What follows belongs to an exercise in optimizing a design on an open flow for small area, a short achievable clock period and few clock cycles per item; a production flow would make more cautious choices. Only simulation tests tie the RTL to the original design; equivalence was not proved.

==> flow/design.v (excerpt) <==
module lim_node (
    input  wire         clk,
    input  wire         rst,         
    input  wire         in_valid,
    output wire         in_ready,
    input  wire [255:0] in_x,        
    input  wire [31:0]  in_thr,      
    input  wire [31:0]  in_kq,       
    output wire         out_valid,
    input  wire         out_ready,
    output wire [255:0] out_y,       
    output wire [31:0]  out_gmin     
);
For scale: about 12000 cells after synthesis, ~610 I/O pins, about 110000 µm² of cells after synthesis.
clock: 17.0 ns
lec_check: 0
cap_margin: 20
core_margin: 2
core_utilization: 60
place_density: 0.72
slew_margin: 20
synth_memory_max_bits: 8192
run.sh (not shown) runs the stock make flow with config.mk's settings and CLKGATE_MAP_FILE= SYNTH_SCRIPT=/design/flow/synth_recipe.tcl, a recipe that flattens the netlist after the stock synthesis.
Testbench counts at the start, summed over its fixed seeds: cycles 46,273, blocks 1,600.
Rerun with:
--- a/flow/design.v
+++ b/flow/design.v
@@ -52,22 +52,20 @@
     reg          ovalid;
     reg          o7p;                
     reg          o7g;                
     reg  [7:0]   rm;                 
     reg          bz0, bz1;           
     reg          wb0, wb1;           
     reg  [2:0]   ix0, ix1;
     reg  [31:0]  rem0, rem1;
     reg  [31:0]  quo0, quo1;
     reg  [3:0]   cnt0, cnt1;
-    reg          pr0, pr1;           
-    reg  [33:0]  d30, d31;           
     reg  [31:0]  xr1;
     reg          xn1;
     reg          mv;
     reg  [30:0]  dm;
     reg  [3:0]   mn;
     reg          mp;                 
     reg  [30:0]  dn;
     reg  [3:0]   dv;
     reg          la_ok;              
     reg  [65:0]  ps, pc;
@@ -123,35 +121,37 @@
             default: la_m = 34'd0;
             endcase
         end
     endfunction
     wire [65:0] m_p  = ps + pc;
     wire [34:0] m_r  = m_p[65:31];
     wire [30:0] m_la = m_p[64:34];
     wire [30:0] ulim  = lv[i] ? slot[i][30:0] : 31'd0;
     wire        take_lim = m_r[34] | ({4'b0000, ulim} > m_r);    
     wire [30:0] u_new = take_lim ? ulim : m_r[30:0];
-    function [33:0] dstep4(input [31:0] r, input [31:0] d, input dn, input [33:0] d3);    
-        reg [34:0] t, s1, s2, s3;
+    function [33:0] dstep2(input [31:0] r, input [31:0] d, input dn);    
+        reg [32:0] t;
+        reg [33:0] df;
+        reg [1:0]  q;
+        integer s;
         begin
-            t  = {1'b0, r, 2'b00};
-            s1 = t - {3'd0, d} - {34'd0, dn};
-            s2 = t - {2'd0, d, dn} - {34'd0, dn};
-            s3 = t - {1'b0, d3};
-            if (!s3[34])      dstep4 = {2'd3, s3[31:0]};
-            else if (!s2[34]) dstep4 = {2'd2, s2[31:0]};
-            else if (!s1[34]) dstep4 = {2'd1, s1[31:0]};
-            else              dstep4 = {2'd0, t[31:0]};
+            for (s = 1; s >= 0; s = s - 1) begin
+                t  = {r, 1'b0};
+                df = {1'b0, t} - {2'b00, d} - {33'd0, dn};
+                q[s] = ~df[33];
+                r  = q[s] ? df[31:0] : t[31:0];
+            end
+            dstep2 = {q, r};
         end
     endfunction
-    wire [33:0] dv0 = dstep4(rem0, xr, xn, d30);
-    wire [33:0] dv1 = dstep4(rem1, xr1, xn1, d31);
+    wire [33:0] dv0 = dstep2(rem0, xr, xn);
+    wire [33:0] dv1 = dstep2(rem1, xr1, xn1);
     wire        wbs0 = wb0;
     wire        wbs1 = wb1 & ~wb0;
     wire        fr0  = ~bz0 & (~wb0 | wbs0);
     wire        fr1  = ~bz1 & (~wb1 | wbs1);
     wire [3:0]  top_rm = top_bit(rm);
     wire        ld0  = (state == S_P1) && (rm != 8'd0) && fr0;
     wire        ld1  = (state == S_P1) && (rm != 8'd0) && !fr0 && fr1;
     wire [2:0]  wbi  = wbs0 ? ix0 : ix1;
     wire [31:0] wbq  = wbs0 ? quo0 : quo1;
     wire [30:0] wbu  = ~wbq[31:1] + 31'd1;               
@@ -284,77 +284,68 @@
                         gix <= 3'd7;
                         gu  <= 1'b1;
                         o7g <= 1'b1;
                     end
                     if (top[3]) begin
                         i     <= top[2:0];
                         xr1   <= x_s ^ {32{x_s[31]}};
                         xn1   <= x_s[31];
                         rem1  <= {1'b0, thr_r};
                         cnt1  <= 4'd15;
-                        pr1   <= 1'b1;
                         ix1   <= top[2:0];
                         bz1   <= 1'b1;
                         rm    <= loud_r & ~(8'd1 << top[2:0]);
                         state <= S_P1;
                     end else begin
                         i     <= 3'd0;
                         state <= S_CB;
                     end
                 end
                 S_P1: begin
-                    if (bz0 && pr0) begin
-                        d30 <= {1'b0, xr, 1'b0} + {2'd0, xr} + {32'd0, xn, xn};
-                        pr0 <= 1'b0;
-                    end else if (bz0) begin
+                    if (bz0) begin
                         rem0 <= dv0[31:0];
                         quo0 <= {quo0[29:0], dv0[33:32]};
                         cnt0 <= cnt0 - 4'd1;
                         if (cnt0 == 4'd0) begin
                             bz0 <= 1'b0;
                             wb0 <= 1'b1;
                         end
                     end
-                    if (bz1 && pr1) begin
-                        d31 <= {1'b0, xr1, 1'b0} + {2'd0, xr1} + {32'd0, xn1, xn1};
-                        pr1 <= 1'b0;
-                    end else if (bz1) begin
+                    if (bz1) begin
                         rem1 <= dv1[31:0];
                         quo1 <= {quo1[29:0], dv1[33:32]};
                         cnt1 <= cnt1 - 4'd1;
                         if (cnt1 == 4'd0) begin
                             bz1 <= 1'b0;
                             wb1 <= 1'b1;
                         end
                     end
                     if (wbs0 || wbs1) begin
                         slot[wbi] <= {1'b0, wbu};
                         lv[wbi]   <= 1'b1;
                     end
                     if (wbs0) wb0 <= 1'b0;
                     if (wbs1) wb1 <= 1'b0;
                     if (ld0) begin
                         xr   <= x_s ^ {32{x_s[31]}};
                         xn   <= x_s[31];
                         rem0 <= {1'b0, thr_r};
                         cnt0 <= 4'd15;
-                        pr0  <= 1'b1;
                         ix0  <= top_rm[2:0];
                         bz0  <= 1'b1;
                         rm   <= rm & ~(8'd1 << top_rm[2:0]);
                     end
                     if (ld1) begin
                         xr1  <= x_s ^ {32{x_s[31]}};
                         xn1  <= x_s[31];
                         rem1 <= {1'b0, thr_r};
                         cnt1 <= 4'd15;
-                        pr1  <= 1'b1;
                         ix1  <= top_rm[2:0];
                         bz1  <= 1'b1;
                         rm   <= rm & ~(8'd1 << top_rm[2:0]);
                     end
                     if (p1_done)
                         state <= S_VIS;
                 end
                 S_VIS: begin
                     if (fin) begin
                         slot[i] <= {1'b0, ul_v};
The new run finished clean.
Fmax drops by about 6.5%.
Core utilization drops by 0.32 points.
Critical path depth drops by 3.
Via count drops by 8.0%.
Area after synthesis drops by 7.0%.
Die area drops by 7.0%.
Hold slack stays flat.
Clock skew climbs by 0.044 ns.
Testbench counts after the change, summed over its fixed seeds: cycles 45,340, blocks 1,600.

* * *

Setup of the baseline:
lim_node, a different RTL version from the one above (not shown whole).
Size: ~11000 cells after synthesis, ~610 I/O pins, ~100000 um^2 of cells after synthesis.
Settings: LEC_CHECK=0, CAP_MARGIN=20, CORE_MARGIN=2, CORE_UTILIZATION=60, PLACE_DENSITY=0.72, SLEW_MARGIN=20; clock period 17.0 ns.
The baseline ran to completion and came out clean on the timing, DRC and antenna checks.
Testbench counts of the baseline, summed over its fixed seeds: cycles 42,645, blocks 1,600.
The inputs of the candidate differ from those of the baseline as listed below.
-- flow/design.v --
<<< the baseline, line 66
    reg  [3:0]   mn;
    reg          mp;                 
    reg  [30:0]  dn;
    reg  [3:0]   dv;
>>> the candidate, line 66
    reg  [3:0]   mn;
    reg          mp;                 
    reg          mp2;                
    reg          bt;
    reg  [30:0]  dn;
    reg  [3:0]   dv;
<<< the baseline, line 127
    wire [30:0] m_la = m_p[64:34];
    wire [30:0] ulim  = lv[i] ? slot[i][30:0] : 31'd0;
    wire [65:0] t_lim = ps + pc + ~{4'd0, ulim, 31'd0};
    wire        take_lim = t_lim[65];
    wire [30:0] u_new = take_lim ? ulim : m_r[30:0];
    function [33:0] dstep2(input [31:0] r, input [31:0] d, input dn);    
>>> the candidate, line 129
    wire [30:0] m_la = m_p[64:34];
    wire [30:0] ulim  = lv[i] ? slot[i][30:0] : 31'd0;
    wire        take_lim = m_r[34] | ({4'b0000, ulim} > m_r);    
    wire [30:0] u_new = take_lim ? ulim : m_r[30:0];
    function [33:0] dstep2(input [31:0] r, input [31:0] d, input dn);    
<<< the baseline, line 170
    wire        vis   = (state == S_VIS);
    wire        rdy   = ~loud_r[i] | lv[i];                 
    wire        fin   = vis && rdy && (!mv || la_ok) && !mp && !wb0 && !wb1;
    wire        la_now  = vis && !fin && mv && !mp && !o7p;             
    wire        la_next = fin && !ndone && mv && !newm;                  
    wire [3:0]  top = top_bit(loud_r);
>>> the candidate, line 171
    wire        vis   = (state == S_VIS);
    wire        rdy   = ~loud_r[i] | lv[i];                 
    wire        fin   = vis && rdy && (!mv || la_ok) && !mp && !mp2 && !wb0 && !wb1;
    wire        la_now  = vis && !fin && mv && !mp && !mp2 && !o7p;     
    wire        la_next = fin && !ndone && mv && !newm;                  
    wire [3:0]  top = top_bit(loud_r);
<<< the baseline, line 195
    wire        sel_la  = (state == S_VIS) && !o7p;
    wire        sel_out = (state == S_IDLE) || (state == S_CB) || (state == S_VIS && o7p);
    wire [2:0]  la_j = fin ? (i - 3'd1) : i;
    wire [34:0] m_a = sel_la  ? {1'b0, la_m(la_j + 3'd1, mn)}
                    : sel_out ? {3'b000, g} : {3'b000, kq_r};
    wire [31:0] m_b = sel_la  ? {1'b0, dm}
>>> the candidate, line 196
    wire        sel_la  = (state == S_VIS) && !o7p;
    wire        sel_out = (state == S_IDLE) || (state == S_CB) || (state == S_VIS && o7p);
    wire [2:0]  i_n  = (state == S_D0) ? top[2:0] : (fin ? (ndone ? 3'd0 : ni) : i);
    wire [3:0]  mn_n = (mp2 && bt) ? dv : mn;
    reg  [33:0] ra, rb;
    wire [34:0] m_a = sel_la  ? {1'b0, fin ? rb : ra}
                    : sel_out ? {3'b000, g} : {3'b000, kq_r};
    wire [31:0] m_b = sel_la  ? {1'b0, dm}
<<< the baseline, line 214
            gu     <= 1'b0;
            mp     <= 1'b0;
            m2op   <= OP_NONE;
        end else begin
>>> the candidate, line 217
            gu     <= 1'b0;
            mp     <= 1'b0;
            mp2    <= 1'b0;
            m2op   <= OP_NONE;
        end else begin
<<< the baseline, line 235
                        ovalid <= 1'b1;
                end
                if (mp) begin
                    mp <= 1'b0;
                    if (better) begin
                        mv <= 1'b1;
                        dm <= dn;
                        mn <= dv;
                    end
                end
                la_ok <= (op1 == OP_LA);
                case (state)
>>> the candidate, line 239
                        ovalid <= 1'b1;
                end
                ra  <= la_m(i_n + 3'd1, mn_n);
                rb  <= la_m(i_n, mn_n);
                mp2 <= mp;
                bt  <= better;
                if (mp2 && bt) begin
                    mv <= 1'b1;
                    dm <= dn;
                    mn <= dv;
                end
                if (mp)
                    mp <= 1'b0;
                la_ok <= (op1 == OP_LA);
                case (state)
Results
- [compare] base=the baseline new=the candidate: utilization after layout has decreased; time the final worst path needs with I/O delays and setup fell 1.30 ns; count of inverters not on the clock network in the layout essentially unchanged; final clock period utilization by the worst path lost 7.6 points; total detailed-routing wirelength decreased 3.9%.
- Delta(global-route wire length before repair, the candidate - the baseline) < 0
- Of the baseline and the candidate, the baseline shows the lower final standard cell area without fillers, with the candidate above it.
- Data required time of the critical path (lower): the baseline
Testbench counts of the candidate, summed over its fixed seeds: cycles 42,763, blocks 1,600.

* * *

Another version of the RTL of lim_node (not shown whole).
For scale: ~980 flip-flops, roughly 610 I/O pins, ~100000 um2 of cells after synthesis.
Design lim_node, start of the top module:
module lim_node (
    input  wire         clk,
    input  wire         rst,         
    input  wire         in_valid,
    output wire         in_ready,
    input  wire [255:0] in_x,        
    input  wire [31:0]  in_thr,      
    input  wire [31:0]  in_kq,       
    output wire         out_valid,
    input  wire         out_ready,
    output wire [255:0] out_y,       
    output wire [31:0]  out_gmin     
);
    localparam [31:0] ONE = 32'h8000_0000;
    localparam [2:0] S_IDLE = 3'd0,
                     S_D0   = 3'd1,
                     S_VIS  = 3'd2,
                     S_CA   = 3'd4,
                     S_CB   = 3'd5;
    localparam [1:0] OP_NONE = 2'd0,
                     OP_CH   = 2'd1,
                     OP_OUT  = 2'd2,
                     OP_LA   = 2'd3;
    wire [30:0] thr_c = (in_thr[31] || in_thr[30:8] == 23'd0) ? 31'd256 : in_thr[30:0];
    reg  [7:0]  loud_c;
    integer k;
    always @* begin
        for (k = 0; k < 8; k = k + 1)
            loud_c[k] = {in_x[32*k +: 31] ^ {31{in_x[32*k+31]}}, in_x[32*k+31]} > {thr_c, 1'b0};
    end
    reg  [30:0] thr_r;
    reg  [31:0] kq_r;
    reg  [7:0]  loud_r;
    always @(posedge clk) begin
        thr_r  <= thr_c;
        kq_r   <= in_kq;
        loud_r <= loud_c;
    end
    reg  [2:0]   state;
    reg  [2:0]   i;                  
    reg  [7:0]   lv;                 
    reg  [31:0]  slot [0:7];         
    reg  [31:0]  xr;                 
    reg          xn;
    reg  [31:0]  x7r;                
    reg  [30:0]  u;                  
    reg  [31:0]  g;                  
    reg  [2:0]   gix;
    reg          gu;                 
    reg  [31:0]  gmin;
    reg          ovalid;
    reg          o7p;                
    reg          o7g;                
    reg  [7:0]   rm;                 
    reg          bz0, bz1;           
    reg          wb0, wb1;           
    reg  [2:0]   ix0, ix1;
    reg  [2:0]   wx0, wx1;           
    reg  [31:0]  rem0, rem1;
    reg  [31:0]  quo0, quo1;
    reg  [3:0]   cnt0, cnt1;
    reg  [31:0]  xr1;
    reg          xn1;
    reg          mv;
    reg  [30:0]  dm;
    reg  [3:0]   mn;
    reg          mp;                 
    reg          mp2;                
    reg          bt;
    reg  [30:0]  dn;
    reg  [3:0]   dv;
    reg          la_ok;              
    reg  [65:0]  ps, pc;
    reg  [1:0]   m2op;
  ...
clock: 17.0 ns
lec_check: 0
cap_margin: 20
core_margin: 2
core_utilization: 60
place_density: 0.72
slew_margin: 20
Testbench counts at the start, summed over its fixed seeds: cycles 42,763, blocks 1,600.
Rerun with:
--- a/flow/design.v
+++ b/flow/design.v
@@ -187,21 +187,21 @@
         case (state)
         S_IDLE:  op1 = l7 ? OP_OUT : OP_NONE;
         S_D0:    op1 = d0q ? OP_CH : OP_NONE;
         S_CA:    op1 = OP_CH;
         S_CB:    op1 = (i != 3'd0 || l7) ? OP_OUT : OP_NONE;
         S_VIS:   op1 = l7 ? OP_OUT : (la_now || la_next) ? OP_LA : OP_NONE;
         default: op1 = OP_NONE;
         endcase
     end
     reg         sel_la, sel_out;     
-    wire [2:0]  i_n  = (state == S_D0) ? top[2:0] : (fin ? (ndone ? 3'd0 : ni) : i);
+    wire [2:0]  i_n  = fin ? (i - 3'd1) : i;
     wire [3:0]  mn_n = (mp2 && bt) ? dv : mn;
     reg  [33:0] ra, rb;
     wire [34:0] m_a = sel_la  ? {1'b0, fin ? rb : ra}
                     : sel_out ? {3'b000, g} : {3'b000, kq_r};
     reg  [31:0] mb;
     reg         nb;
     wire [30:0] dm_n = (mp2 && bt) ? dn : dm;
     reg  [31:0] mb_n;
     reg         nb_n;
     always @* begin
Non-clock buffer count is higher by 17.
Cell area hardly moves.
Synthesized cell count drops slightly.
Area after synthesis falls slightly.
Register-to-register slack got worse by 0.59 ns.
Global-route usage increases by 0.72 points.
Cell count came out lower slightly.
Critical path depth rises by 13.
Via count went down slightly.
Testbench counts after the change, summed over its fixed seeds: cycles 42,763, blocks 1,600.

==> afterwards: timing with drivers on the ports <==
No port has a modelled driver above. Below, the same layouts with a new extraction and two added sets of constraints.
Step 1 sets driving cells, clkbuf_16 on the clock port and buf_2 on the other inputs (assumed; they add their load-dependent delay and slew).
Step 2 also shifts input and output timing later by t, the mid clock arrival at the registers, as if the neighbouring blocks saw the same clock.
Slacks: no drivers / after step 1 / after step 2; pairs: no drivers / after step 1.
run | t (ns) | slack for setup (ns) | cell pins on the clock port's net
the first run of note 1 | 0.893 | 7.800 / 7.800 / 7.671 | 1
the second run of note 1 | 0.859 | 7.160 / 7.160 / 7.126 | 1
the baseline | 0.832 | 6.854 / 6.854 / 6.854 | 1
the candidate | 0.852 | 8.153 / 8.153 / 8.153 | 1
the first run of note 3 | 0.857 | 8.418 / 8.350 / 7.493 | 1
the second run of note 3 | 0.853 | 8.489 / 8.489 / 8.236 | 1
After both steps every run listed still meets setup and hold. For the first run of note 3, which loses most, drivers alone change the setup slack by -0.068 ns; drivers and shift together by -0.925 ns.
